Context: an optimization exercise on an open-source flow, tuned for small area, a short achievable clock period and few clock cycles. The choices shown serve that exercise and are no tape-out recipe.
At most, simulation tests tie the RTL to the original design; equivalence was not proved.
Power is estimated from default activity; no workload was simulated.

==> zinc: inputs <==
==> flow/design.v <==
module grd_sha256 (
    input  wire         clk,
    input  wire         rst,         
    input  wire         in_valid,
    output wire         in_ready,
    input  wire [31:0]  in_word,
    output reg          out_valid,
    output wire [255:0] out_dig
);
    localparam [31:0] IV0 = 32'h6a09e667, IV1 = 32'hbb67ae85,
                      IV2 = 32'h3c6ef372, IV3 = 32'ha54ff53a,
                      IV4 = 32'h510e527f, IV5 = 32'h9b05688c,
                      IV6 = 32'h1f83d9ab, IV7 = 32'h5be0cd19;
    reg  [7:0]   n;
    reg  [31:0]  a, b, c, d, e, f, g, h;
    reg  [511:0] wq;      
    reg  [31:0]  hkw;     
    reg  [31:0]  kreg;    
    reg  [31:0]  wr;      
    reg          vr;      
    wire [31:0] w [0:15];
    genvar gi;
    generate for (gi = 0; gi < 16; gi = gi + 1) begin : g_w
        assign w[gi] = wq[32*gi +: 32];
    end endgenerate
    reg f_load, f_init, f_ffa, f_ffb, f_rundb, f_wsched, f_wop;
    reg  f_lt15, f_eq15, f_last;
    wire f_rdy = f_lt15 | f_last | (f_eq15 & ~vr);
    wire stall = f_load & ~vr;
    wire ff    = f_ffa | f_ffb;
    wire [7:0] n1 = (n == 8'd137) ? 8'd0 : n + 8'd1;
    assign in_ready = f_rdy;
    wire acc = in_valid & f_rdy;
    always @(posedge clk) begin
        if (rst) begin
            n         <= 8'd0;
            out_valid <= 1'b0;
            vr        <= 1'b0;
            f_lt15    <= 1'b1;
            f_eq15    <= 1'b0;
            f_last    <= 1'b0;
            f_load    <= 1'b1;
            f_init    <= 1'b1;
            f_ffa     <= 1'b0;
            f_ffs     <= 4'd0;
            f_ffb     <= 1'b0;
            f_rundb   <= 1'b0;
            f_wsched  <= 1'b1;
            f_wop     <= 1'b1;
        end else begin
            out_valid <= f_last;
            vr        <= acc;
            if (!stall) begin
                n        <= n1;
                f_load   <= (n1 < 8'd16);
                f_lt15   <= (n1 < 8'd15);
                f_eq15   <= (n1 == 8'd15);
                f_last   <= (n1 == 8'd137);
                f_init   <= (n1 < 8'd2);
                f_ffa    <= (n1 >= 8'd66) & (n1 <= 8'd69);
                f_ffs    <= {n1 == 8'd69, n1 == 8'd68, n1 == 8'd67, n1 == 8'd66};
                f_ffb    <= (n1 >= 8'd134);
                f_rundb  <= (n1 >= 8'd70) & (n1 <= 8'd133);
                f_wsched <= (n1 <= 8'd63);
                f_wop    <= (n1 <= 8'd64);
            end
        end
    end
    reg [31:0] rom_k, rom_kw;
    always @(*) begin
        case (n1[5:0])
            6'd1: rom_k = 32'h428a2f98;
            6'd2: rom_k = 32'h71374491;
            6'd3: rom_k = 32'hb5c0fbcf;
            6'd4: rom_k = 32'he9b5dba5;
            6'd5: rom_k = 32'h3956c25b;
            6'd6: rom_k = 32'h59f111f1;
            6'd7: rom_k = 32'h923f82a4;
            6'd8: rom_k = 32'hab1c5ed5;
            6'd9: rom_k = 32'hd807aa98;
            6'd10: rom_k = 32'h12835b01;
            6'd11: rom_k = 32'h243185be;
            6'd12: rom_k = 32'h550c7dc3;
            6'd13: rom_k = 32'h72be5d74;
            6'd14: rom_k = 32'h80deb1fe;
            6'd15: rom_k = 32'h9bdc06a7;
            6'd16: rom_k = 32'hc19bf174;
            6'd17: rom_k = 32'he49b69c1;
            6'd18: rom_k = 32'hefbe4786;
            6'd19: rom_k = 32'h0fc19dc6;
            6'd20: rom_k = 32'h240ca1cc;
            6'd21: rom_k = 32'h2de92c6f;
            6'd22: rom_k = 32'h4a7484aa;
            6'd23: rom_k = 32'h5cb0a9dc;
            6'd24: rom_k = 32'h76f988da;
            6'd25: rom_k = 32'h983e5152;
            6'd26: rom_k = 32'ha831c66d;
            6'd27: rom_k = 32'hb00327c8;
            6'd28: rom_k = 32'hbf597fc7;
            6'd29: rom_k = 32'hc6e00bf3;
            6'd30: rom_k = 32'hd5a79147;
            6'd31: rom_k = 32'h06ca6351;
            6'd32: rom_k = 32'h14292967;
            6'd33: rom_k = 32'h27b70a85;
            6'd34: rom_k = 32'h2e1b2138;
            6'd35: rom_k = 32'h4d2c6dfc;
            6'd36: rom_k = 32'h53380d13;
            6'd37: rom_k = 32'h650a7354;
            6'd38: rom_k = 32'h766a0abb;
            6'd39: rom_k = 32'h81c2c92e;
            6'd40: rom_k = 32'h92722c85;
            6'd41: rom_k = 32'ha2bfe8a1;
            6'd42: rom_k = 32'ha81a664b;
            6'd43: rom_k = 32'hc24b8b70;
            6'd44: rom_k = 32'hc76c51a3;
            6'd45: rom_k = 32'hd192e819;
            6'd46: rom_k = 32'hd6990624;
            6'd47: rom_k = 32'hf40e3585;
            6'd48: rom_k = 32'h106aa070;
            6'd49: rom_k = 32'h19a4c116;
            6'd50: rom_k = 32'h1e376c08;
            6'd51: rom_k = 32'h2748774c;
            6'd52: rom_k = 32'h34b0bcb5;
            6'd53: rom_k = 32'h391c0cb3;
            6'd54: rom_k = 32'h4ed8aa4a;
            6'd55: rom_k = 32'h5b9cca4f;
            6'd56: rom_k = 32'h682e6ff3;
            6'd57: rom_k = 32'h748f82ee;
            6'd58: rom_k = 32'h78a5636f;
            6'd59: rom_k = 32'h84c87814;
            6'd60: rom_k = 32'h8cc70208;
            6'd61: rom_k = 32'h90befffa;
            6'd62: rom_k = 32'ha4506ceb;
            6'd63: rom_k = 32'hbef9a3f7;
            6'd0: rom_k = 32'hc67178f2;
        endcase
    end
    always @(*) begin
        case (n1[5:0])
            6'd5: rom_kw = 32'hc28a2f98;
            6'd6: rom_kw = 32'h71374491;
            6'd7: rom_kw = 32'hb5c0fbcf;
            6'd8: rom_kw = 32'he9b5dba5;
            6'd9: rom_kw = 32'h3956c25b;
            6'd10: rom_kw = 32'h59f111f1;
            6'd11: rom_kw = 32'h923f82a4;
            6'd12: rom_kw = 32'hab1c5ed5;
            6'd13: rom_kw = 32'hd807aa98;
            6'd14: rom_kw = 32'h12835b01;
            6'd15: rom_kw = 32'h243185be;
            6'd16: rom_kw = 32'h550c7dc3;
            6'd17: rom_kw = 32'h72be5d74;
            6'd18: rom_kw = 32'h80deb1fe;
            6'd19: rom_kw = 32'h9bdc06a7;
            6'd20: rom_kw = 32'hc19bf374;
            6'd21: rom_kw = 32'h649b69c1;
            6'd22: rom_kw = 32'hf0fe4786;
            6'd23: rom_kw = 32'h0fe1edc6;
            6'd24: rom_kw = 32'h240cf254;
            6'd25: rom_kw = 32'h4fe9346f;
            6'd26: rom_kw = 32'h6cc984be;
            6'd27: rom_kw = 32'h61b9411e;
            6'd28: rom_kw = 32'h16f988fa;
            6'd29: rom_kw = 32'hf2c65152;
            6'd30: rom_kw = 32'ha88e5a6d;
            6'd31: rom_kw = 32'hb019fc65;
            6'd32: rom_kw = 32'hb9d99ec7;
            6'd33: rom_kw = 32'h9a1231c3;
            6'd34: rom_kw = 32'he70eeaa0;
            6'd35: rom_kw = 32'hfdb1232b;
            6'd36: rom_kw = 32'hc7353eb0;
            6'd37: rom_kw = 32'h3069bad5;
            6'd38: rom_kw = 32'hcb976d5f;
            6'd39: rom_kw = 32'h5a0f118f;
            6'd40: rom_kw = 32'hdc1eeefd;
            6'd41: rom_kw = 32'h0a35b689;
            6'd42: rom_kw = 32'hde0b7a04;
            6'd43: rom_kw = 32'h58f4ca9d;
            6'd44: rom_kw = 32'he15d5b16;
            6'd45: rom_kw = 32'h007f3e86;
            6'd46: rom_kw = 32'h37088980;
            6'd47: rom_kw = 32'ha507ea32;
            6'd48: rom_kw = 32'h6fab9537;
            6'd49: rom_kw = 32'h17406110;
            6'd50: rom_kw = 32'h0d8cd6f1;
            6'd51: rom_kw = 32'hcdaa3b6d;
            6'd52: rom_kw = 32'hc0bbbe37;
            6'd53: rom_kw = 32'h83613bda;
            6'd54: rom_kw = 32'hdb48a363;
            6'd55: rom_kw = 32'h0b02e931;
            6'd56: rom_kw = 32'h6fd15ca7;
            6'd57: rom_kw = 32'h521afaca;
            6'd58: rom_kw = 32'h31338431;
            6'd59: rom_kw = 32'h6ed41a95;
            6'd60: rom_kw = 32'h6d437890;
            6'd61: rom_kw = 32'hc39c91f2;
            6'd62: rom_kw = 32'h9eccabbd;
            6'd63: rom_kw = 32'hb5c9a0e6;
            6'd0: rom_kw = 32'h532fb63c;
            6'd1: rom_kw = 32'hd2c741c6;
            6'd2: rom_kw = 32'h07237ea3;
            6'd3: rom_kw = 32'ha4954b68;
            6'd4: rom_kw = 32'h4c191d76;
        endcase
    end
    always @(posedge clk)
        if (!stall)
            kreg <= (n1 > 8'd64) ? rom_kw : rom_k;
    reg  [3:0]  f_ffs;    
    wire [31:0] ivx = ({32{f_ffs[0]}} & IV3) | ({32{f_ffs[1]}} & IV2) |
                      ({32{f_ffs[2]}} & IV1) | ({32{f_ffs[3]}} & IV0);
    wire [31:0] ivy = ({32{f_ffs[0]}} & IV7) | ({32{f_ffs[1]}} & IV6) |
                      ({32{f_ffs[2]}} & IV5) | ({32{f_ffs[3]}} & IV4);
    function [63:0] csa(input [31:0] x, input [31:0] y, input [31:0] z);
        reg [31:0] s, cy;
        begin
            s  = x ^ y ^ z;
            cy = ((x & y) | (x & z) | (y & z)) << 1;
            csa = {cy, s};
        end
    endfunction
    always @(posedge clk)
        wr <= {in_word[7:0], in_word[15:8], in_word[23:16], in_word[31:24]};
    wire [31:0] ss0  = {w[1][6:0], w[1][31:7]} ^ {w[1][17:0], w[1][31:18]} ^ (w[1] >> 3);
    wire [31:0] ss1  = {w[14][16:0], w[14][31:17]} ^ {w[14][18:0], w[14][31:19]} ^ (w[14] >> 10);
    wire [63:0] ws1  = csa(w[0], w[9], ss0);
    wire [63:0] ws2  = csa(ws1[31:0], ws1[63:32], ss1);
    wire [31:0] wnew = ws2[31:0] + ws2[63:32];
    wire [31:0] ffx   = f_ffb ? w[12] : ivx;
    wire [31:0] ffy   = f_ffb ? w[4]  : ivy;
    wire [31:0] sum_a = ffx + d;
    wire [31:0] sum_e = ffy + h;
    wire [31:0] nh   = f_init ? h : g;
    wire [31:0] wop  = f_wop ? w[15] : 32'd0;
    wire [63:0] hs1  = csa(nh, kreg, wop);
    wire [31:0] hkw_n = hs1[31:0] + hs1[63:32];
    wire [31:0] s1   = {e[5:0], e[31:6]} ^ {e[10:0], e[31:11]} ^ {e[24:0], e[31:25]};
    wire [31:0] ch   = (e & f) ^ (~e & g);
    wire [31:0] s0   = {a[1:0], a[31:2]} ^ {a[12:0], a[31:13]} ^ {a[21:0], a[31:22]};
    wire [31:0] maj  = (a & b) ^ (a & c) ^ (b & c);
    wire [63:0] es1  = csa(hkw, d, ch);
    wire [63:0] es2  = csa(es1[31:0], es1[63:32], s1);
    wire [31:0] e_new = es2[31:0] + es2[63:32];
    wire [63:0] as1  = csa(hkw, ch, maj);
    wire [63:0] as2  = csa(as1[31:0], as1[63:32], s0);
    wire [63:0] as3  = csa(as2[31:0], as2[63:32], s1);
    wire [31:0] a_new = as3[31:0] + as3[63:32];
    always @(posedge clk) begin
        if (f_init) begin
            a <= IV0; b <= IV1; c <= IV2; d <= IV3;
            e <= IV4; f <= IV5; g <= IV6; h <= IV7;
        end else if (!stall) begin
            a <= ff ? sum_a : a_new;
            b <= a; c <= b; d <= c;
            e <= ff ? sum_e : e_new;
            f <= e; g <= f; h <= g;
        end
    end
    always @(posedge clk)
        if (!stall)
            hkw <= hkw_n;
    always @(posedge clk) begin
        if (!stall && !f_rundb) begin
            wq[223:0]   <= wq[255:32];
            wq[255:224] <= ff ? sum_e : w[8];
            wq[479:256] <= wq[511:288];
            wq[511:480] <= f_load ? wr : f_wsched ? wnew : sum_a;
        end
    end
    function [31:0] bswap(input [31:0] x);
        bswap = {x[7:0], x[15:8], x[23:16], x[31:24]};
    endfunction
    assign out_dig = {bswap(h), bswap(g), bswap(f), bswap(e),
                      bswap(d), bswap(c), bswap(b), bswap(a)};
endmodule
==> flow/flow/run.sh <==
#!/bin/bash
# Layout flow: the standard flow (standard.sh, unchanged synthesis and
# steps), with the timing repair aiming at a larger setup margin so that the
# layout runs at a shorter period than the 12 ns constraint requires.
set -euo pipefail
bash standard.sh SETUP_SLACK_MARGIN=7.5 finish > standard_flow.log 2>&1
==> flow/standard.sh <==
#!/bin/bash
# synth_recipe.tcl (not shown) runs the flow's synth.tcl, then flattens the netlist and writes it again
# the make line also repeats each setting of config.mk as NAME=value (left out here)
make -C /OpenROAD-flow-scripts/flow DESIGN_CONFIG=/design/flow/config.mk WORK_HOME=/design/flow/orfs CLKGATE_MAP_FILE= SYNTH_SCRIPT=/design/flow/synth_recipe.tcl "${@:-finish}"
==> flow/config.mk <==
export PLATFORM = sky130hd
export DESIGN_NAME = grd_sha256
export DESIGN_NICKNAME = grd_sha256
export VERILOG_FILES = /design/flow/design.v
export SDC_FILE = /design/flow/constraint.sdc
export NUM_CORES = 4
export LEC_CHECK = 0
export CAP_MARGIN = 20
export CORE_MARGIN = 2
export CORE_UTILIZATION = 40
export PLACE_DENSITY = 0.6
export SLEW_MARGIN = 20
==> flow/constraint.sdc <==
create_clock -name core_clock -period 12.0 [get_ports {clk}]
set_input_delay 2.4000 -clock core_clock [delete_from_list [all_inputs] [get_ports {clk}]]
set_output_delay 2.4000 -clock core_clock [all_outputs]
set_load 0.01 [all_outputs]
==> onyx (differences from zinc) <==
--- a/flow/design.v
+++ b/flow/design.v
@@ -12,11 +12,7 @@
                       IV4 = 32'h510e527f, IV5 = 32'h9b05688c,
                       IV6 = 32'h1f83d9ab, IV7 = 32'h5be0cd19;
-    reg  [7:0]   n;
-    reg  [31:0]  a, b, c, d, e, f, g, h;
+    reg  [7:0]  n;
+    reg  [31:0] a, b, c, d, e, f, g, h;
     reg  [511:0] wq;      
-    reg  [31:0]  hkw;     
-    reg  [31:0]  kreg;    
-    reg  [31:0]  wr;      
-    reg          vr;      
     wire [31:0] w [0:15];
     genvar gi;
@@ -24,50 +20,18 @@
         assign w[gi] = wq[32*gi +: 32];
     end endgenerate
-    reg f_load, f_init, f_ffa, f_ffb, f_rundb, f_wsched, f_wop;
-    reg  f_lt15, f_eq15, f_last;
-    wire f_rdy = f_lt15 | f_last | (f_eq15 & ~vr);
-    wire stall = f_load & ~vr;
-    wire ff    = f_ffa | f_ffb;
-    wire [7:0] n1 = (n == 8'd137) ? 8'd0 : n + 8'd1;
-    assign in_ready = f_rdy;
-    wire acc = in_valid & f_rdy;
-    always @(posedge clk) begin
-        if (rst) begin
-            n         <= 8'd0;
-            out_valid <= 1'b0;
-            vr        <= 1'b0;
-            f_lt15    <= 1'b1;
-            f_eq15    <= 1'b0;
-            f_last    <= 1'b0;
-            f_load    <= 1'b1;
-            f_init    <= 1'b1;
-            f_ffa     <= 1'b0;
-            f_ffs     <= 4'd0;
-            f_ffb     <= 1'b0;
-            f_rundb   <= 1'b0;
-            f_wsched  <= 1'b1;
-            f_wop     <= 1'b1;
-        end else begin
-            out_valid <= f_last;
-            vr        <= acc;
-            if (!stall) begin
-                n        <= n1;
-                f_load   <= (n1 < 8'd16);
-                f_lt15   <= (n1 < 8'd15);
-                f_eq15   <= (n1 == 8'd15);
-                f_last   <= (n1 == 8'd137);
-                f_init   <= (n1 < 8'd2);
-                f_ffa    <= (n1 >= 8'd66) & (n1 <= 8'd69);
-                f_ffs    <= {n1 == 8'd69, n1 == 8'd68, n1 == 8'd67, n1 == 8'd66};
-                f_ffb    <= (n1 >= 8'd134);
-                f_rundb  <= (n1 >= 8'd70) & (n1 <= 8'd133);
-                f_wsched <= (n1 <= 8'd63);
-                f_wop    <= (n1 <= 8'd64);
-            end
-        end
-    end
+    reg  [31:0] hkw;      
+    reg  [31:0] dhkw;     
+    wire load   = (n < 8'd16);
+    wire stall  = load & ~in_valid;
+    wire init   = (n < 8'd2);                         
+    wire ffa    = (n >= 8'd66) & (n <= 8'd69);
+    wire ffb    = (n >= 8'd134);
+    wire ff     = ffa | ffb;
+    wire rundb  = (n >= 8'd70) & (n <= 8'd133);       
+    wire wsched = (n <= 8'd63);
+    assign in_ready = load;
     reg [31:0] rom_k, rom_kw;
     always @(*) begin
-        case (n1[5:0])
+        case (n[5:0])
             6'd1: rom_k = 32'h428a2f98;
             6'd2: rom_k = 32'h71374491;
@@ -137,5 +101,5 @@
     end
     always @(*) begin
-        case (n1[5:0])
+        case (n[5:0])
             6'd5: rom_kw = 32'hc28a2f98;
             6'd6: rom_kw = 32'h71374491;
@@ -204,48 +168,45 @@
         endcase
     end
-    always @(posedge clk)
-        if (!stall)
-            kreg <= (n1 > 8'd64) ? rom_kw : rom_k;
-    reg  [3:0]  f_ffs;    
-    wire [31:0] ivx = ({32{f_ffs[0]}} & IV3) | ({32{f_ffs[1]}} & IV2) |
-                      ({32{f_ffs[2]}} & IV1) | ({32{f_ffs[3]}} & IV0);
-    wire [31:0] ivy = ({32{f_ffs[0]}} & IV7) | ({32{f_ffs[1]}} & IV6) |
-                      ({32{f_ffs[2]}} & IV5) | ({32{f_ffs[3]}} & IV4);
-    function [63:0] csa(input [31:0] x, input [31:0] y, input [31:0] z);
-        reg [31:0] s, cy;
-        begin
-            s  = x ^ y ^ z;
-            cy = ((x & y) | (x & z) | (y & z)) << 1;
-            csa = {cy, s};
-        end
-    endfunction
-    always @(posedge clk)
-        wr <= {in_word[7:0], in_word[15:8], in_word[23:16], in_word[31:24]};
+    wire [31:0] rom = n[7] | (n[6] & |n[5:0]) ? rom_kw : rom_k;
+    reg [31:0] ivx, ivy;  
+    always @(*) begin
+        case (n[1:0])
+            2'd2:    begin ivx = IV3; ivy = IV7; end
+            2'd3:    begin ivx = IV2; ivy = IV6; end
+            2'd0:    begin ivx = IV1; ivy = IV5; end
+            default: begin ivx = IV0; ivy = IV4; end
+        endcase
+    end
+    wire [31:0] win  = {in_word[7:0], in_word[15:8], in_word[23:16], in_word[31:24]};
     wire [31:0] ss0  = {w[1][6:0], w[1][31:7]} ^ {w[1][17:0], w[1][31:18]} ^ (w[1] >> 3);
     wire [31:0] ss1  = {w[14][16:0], w[14][31:17]} ^ {w[14][18:0], w[14][31:19]} ^ (w[14] >> 10);
-    wire [63:0] ws1  = csa(w[0], w[9], ss0);
-    wire [63:0] ws2  = csa(ws1[31:0], ws1[63:32], ss1);
-    wire [31:0] wnew = ws2[31:0] + ws2[63:32];
-    wire [31:0] ffx   = f_ffb ? w[12] : ivx;
-    wire [31:0] ffy   = f_ffb ? w[4]  : ivy;
+    wire [31:0] wnew = ss1 + w[9] + ss0 + w[0];
+    wire [31:0] ffx   = ffb ? w[12] : ivx;
+    wire [31:0] ffy   = ffb ? w[4]  : ivy;
     wire [31:0] sum_a = ffx + d;
     wire [31:0] sum_e = ffy + h;
-    wire [31:0] nh   = f_init ? h : g;
-    wire [31:0] wop  = f_wop ? w[15] : 32'd0;
-    wire [63:0] hs1  = csa(nh, kreg, wop);
-    wire [31:0] hkw_n = hs1[31:0] + hs1[63:32];
+    wire [31:0] nh   = init ? h : g;
+    wire [31:0] nd   = init ? d : c;
+    wire [31:0] wop  = (n <= 8'd64) ? w[15] : 32'd0;
+    wire [31:0] hkw_n  = nh + rom + wop;
+    wire [31:0] dhkw_n = nd + nh + rom + wop;
     wire [31:0] s1   = {e[5:0], e[31:6]} ^ {e[10:0], e[31:11]} ^ {e[24:0], e[31:25]};
     wire [31:0] ch   = (e & f) ^ (~e & g);
     wire [31:0] s0   = {a[1:0], a[31:2]} ^ {a[12:0], a[31:13]} ^ {a[21:0], a[31:22]};
     wire [31:0] maj  = (a & b) ^ (a & c) ^ (b & c);
-    wire [63:0] es1  = csa(hkw, d, ch);
-    wire [63:0] es2  = csa(es1[31:0], es1[63:32], s1);
-    wire [31:0] e_new = es2[31:0] + es2[63:32];
-    wire [63:0] as1  = csa(hkw, ch, maj);
-    wire [63:0] as2  = csa(as1[31:0], as1[63:32], s0);
-    wire [63:0] as3  = csa(as2[31:0], as2[63:32], s1);
-    wire [31:0] a_new = as3[31:0] + as3[63:32];
-    always @(posedge clk) begin
-        if (f_init) begin
+    wire [31:0] e_new = s1 + ch + dhkw;
+    wire [31:0] a_new = s1 + ch + s0 + maj + hkw;
+    always @(posedge clk) begin
+        if (rst) begin
+            n         <= 8'd0;
+            out_valid <= 1'b0;
+        end else begin
+            out_valid <= (n == 8'd137);
+            if (!stall)
+                n <= (n == 8'd137) ? 8'd0 : n + 8'd1;
+        end
+    end
+    always @(posedge clk) begin
+        if (init) begin
             a <= IV0; b <= IV1; c <= IV2; d <= IV3;
             e <= IV4; f <= IV5; g <= IV6; h <= IV7;
@@ -257,13 +218,16 @@
         end
     end
-    always @(posedge clk)
-        if (!stall)
-            hkw <= hkw_n;
-    always @(posedge clk) begin
-        if (!stall && !f_rundb) begin
+    always @(posedge clk) begin
+        if (!stall) begin
+            hkw  <= hkw_n;
+            dhkw <= dhkw_n;
+        end
+    end
+    always @(posedge clk) begin
+        if (!stall && !rundb) begin
             wq[223:0]   <= wq[255:32];
             wq[255:224] <= ff ? sum_e : w[8];
             wq[479:256] <= wq[511:288];
-            wq[511:480] <= f_load ? wr : f_wsched ? wnew : sum_a;
+            wq[511:480] <= load ? win : wsched ? wnew : sum_a;
         end
     end
==> flow/run.sh (new file) <==
#!/bin/bash
# synth_recipe.tcl (not shown) runs the flow's synth.tcl, then flattens the netlist and writes it again
# the make line also repeats each setting of config.mk as NAME=value (left out here)
make -C /OpenROAD-flow-scripts/flow DESIGN_CONFIG=/design/flow/config.mk WORK_HOME=/design/flow/orfs CLKGATE_MAP_FILE= SYNTH_SCRIPT=/design/flow/synth_recipe.tcl finish
removed: flow/flow/run.sh
removed: flow/standard.sh
==> tundra (differences from zinc) <==
--- a/flow/design.v
+++ b/flow/design.v
@@ -43,5 +43,4 @@
             f_init    <= 1'b1;
             f_ffa     <= 1'b0;
-            f_ffs     <= 4'd0;
             f_ffb     <= 1'b0;
             f_rundb   <= 1'b0;
@@ -59,5 +58,4 @@
                 f_init   <= (n1 < 8'd2);
                 f_ffa    <= (n1 >= 8'd66) & (n1 <= 8'd69);
-                f_ffs    <= {n1 == 8'd69, n1 == 8'd68, n1 == 8'd67, n1 == 8'd66};
                 f_ffb    <= (n1 >= 8'd134);
                 f_rundb  <= (n1 >= 8'd70) & (n1 <= 8'd133);
@@ -207,9 +205,13 @@
         if (!stall)
             kreg <= (n1 > 8'd64) ? rom_kw : rom_k;
-    reg  [3:0]  f_ffs;    
-    wire [31:0] ivx = ({32{f_ffs[0]}} & IV3) | ({32{f_ffs[1]}} & IV2) |
-                      ({32{f_ffs[2]}} & IV1) | ({32{f_ffs[3]}} & IV0);
-    wire [31:0] ivy = ({32{f_ffs[0]}} & IV7) | ({32{f_ffs[1]}} & IV6) |
-                      ({32{f_ffs[2]}} & IV5) | ({32{f_ffs[3]}} & IV4);
+    reg [31:0] ivx, ivy;  
+    always @(*) begin
+        case (n[1:0])
+            2'd2:    begin ivx = IV3; ivy = IV7; end
+            2'd3:    begin ivx = IV2; ivy = IV6; end
+            2'd0:    begin ivx = IV1; ivy = IV5; end
+            default: begin ivx = IV0; ivy = IV4; end
+        endcase
+    end
     function [63:0] csa(input [31:0] x, input [31:0] y, input [31:0] z);
         reg [31:0] s, cy;
==> flow/run.sh (new file) <==
#!/bin/bash
# synth_recipe.tcl (not shown) runs the flow's synth.tcl, then flattens the netlist and writes it again
# the make line also repeats each setting of config.mk as NAME=value (left out here)
make -C /OpenROAD-flow-scripts/flow DESIGN_CONFIG=/design/flow/config.mk WORK_HOME=/design/flow/orfs CLKGATE_MAP_FILE= SYNTH_SCRIPT=/design/flow/synth_recipe.tcl finish
removed: flow/flow/run.sh
removed: flow/standard.sh
==> flow_metrics.py <==
metrics = {
    "detailed_routing": {
        "wl_met2_um": 105000,
        "vias": 45900,
    },
    "cells_and_area": {
        "utilization_pct": 46.5,
        "clock_buffers": 126,
        "seqAreaFraction_pct": 38.0,
    },
    "logic_synthesis": {
        "synth-compound-area-share_pct": 16.2,
        "syn_avg_cell_area_um2": 9.90,
    },
    "pwr": {
        "seq_power_mw": 3.58,
        "p_int_mw": 6.81,
    },
    "status": {
        "status": "timing/DRC/antenna clean",
    },
    "timing": {
        "fmax_mhz": 157,
        "finalCriticalPeriod_ns": 6.37,
    },
    "grt": {
        "antenna_found_initial": 10,
    },
}
[end of results for tundra]
==> flow_metrics.py <==
metrics = {
    "status": {
        "status": "timing/DRC/antenna clean",
    },
    "pwr": {
        "p_int_mw": 7.83,
        "seq_power_mw": 3.66,
    },
    "logic_synthesis": {
        "synth-compound-area-share_pct": 16.0,
    },
    "cells_and_area": {
        "utilization_pct": 48.9,
        "seqAreaFraction_pct": 36.4,
        "clock_buffers": 116,
    },
}
[end of results for zinc]
==> flow_metrics.py <==
metrics = {
    "status": {
        "status": "timing/DRC/antenna clean",
    },
    "grt": {
        "antenna_found_initial": 4,
    },
    "pwr": {
        "p_int_mw": 11.2,
        "seq_power_mw": 4.17,
    },
    "detailed_routing": {
        "wl_met2_um": 108000,
        "vias": 47400,
    },
    "logic_synthesis": {
        "synth-compound-area-share_pct": 15.7,
        "syn_avg_cell_area_um2": 9.58,
    },
    "cells_and_area": {
        "clock_buffers": 132,
        "seqAreaFraction_pct": 37.0,
    },
    "timing": {
        "fmax_mhz": 131,
    },
}
[end of results for onyx]
Testbench counts of zinc, summed over its fixed seeds: cycles 82,812.
Testbench counts of tundra, summed over its fixed seeds: cycles 82,812.
Only the layout flow was run in onyx; the RTL was not checked for function there.

-- separate check: timing with driven ports --
Ports are ideal in the flow. The routed layouts listed here were re-timed in OpenROAD.
Step 1 (the two cells are an assumption about what drives the block):
set clk [get_ports {clk}]
set_driving_cell -lib_cell sky130_fd_sc_hd__clkbuf_16 $clk
set_driving_cell -lib_cell sky130_fd_sc_hd__buf_2 [delete_from_list [all_inputs] $clk]
Step 2 times the ports against the registers' clock, not the clock port: input delays grow and output delays shrink by t, the midpoint of the rising clock arrivals with the driver on.
a / b / c = ideal / step 1 / step 2; a / b = the first two.
run | t (ns) | setup slack, ns | worst setup path after step 2 | worst data-port slew with drivers (ns) | cell pins on the clock port's net
zinc | 0.798 | 7.159 / 7.159 / 7.159 | register to register | 0.06 | 1
onyx | 0.825 | 4.349 / 4.349 / 4.349 | register to register | 0.06 | 1
tundra | 0.809 | 5.628 / 5.628 / 5.628 | register to register | 0.05 | 1
After both steps setup and hold are still met in every run listed.
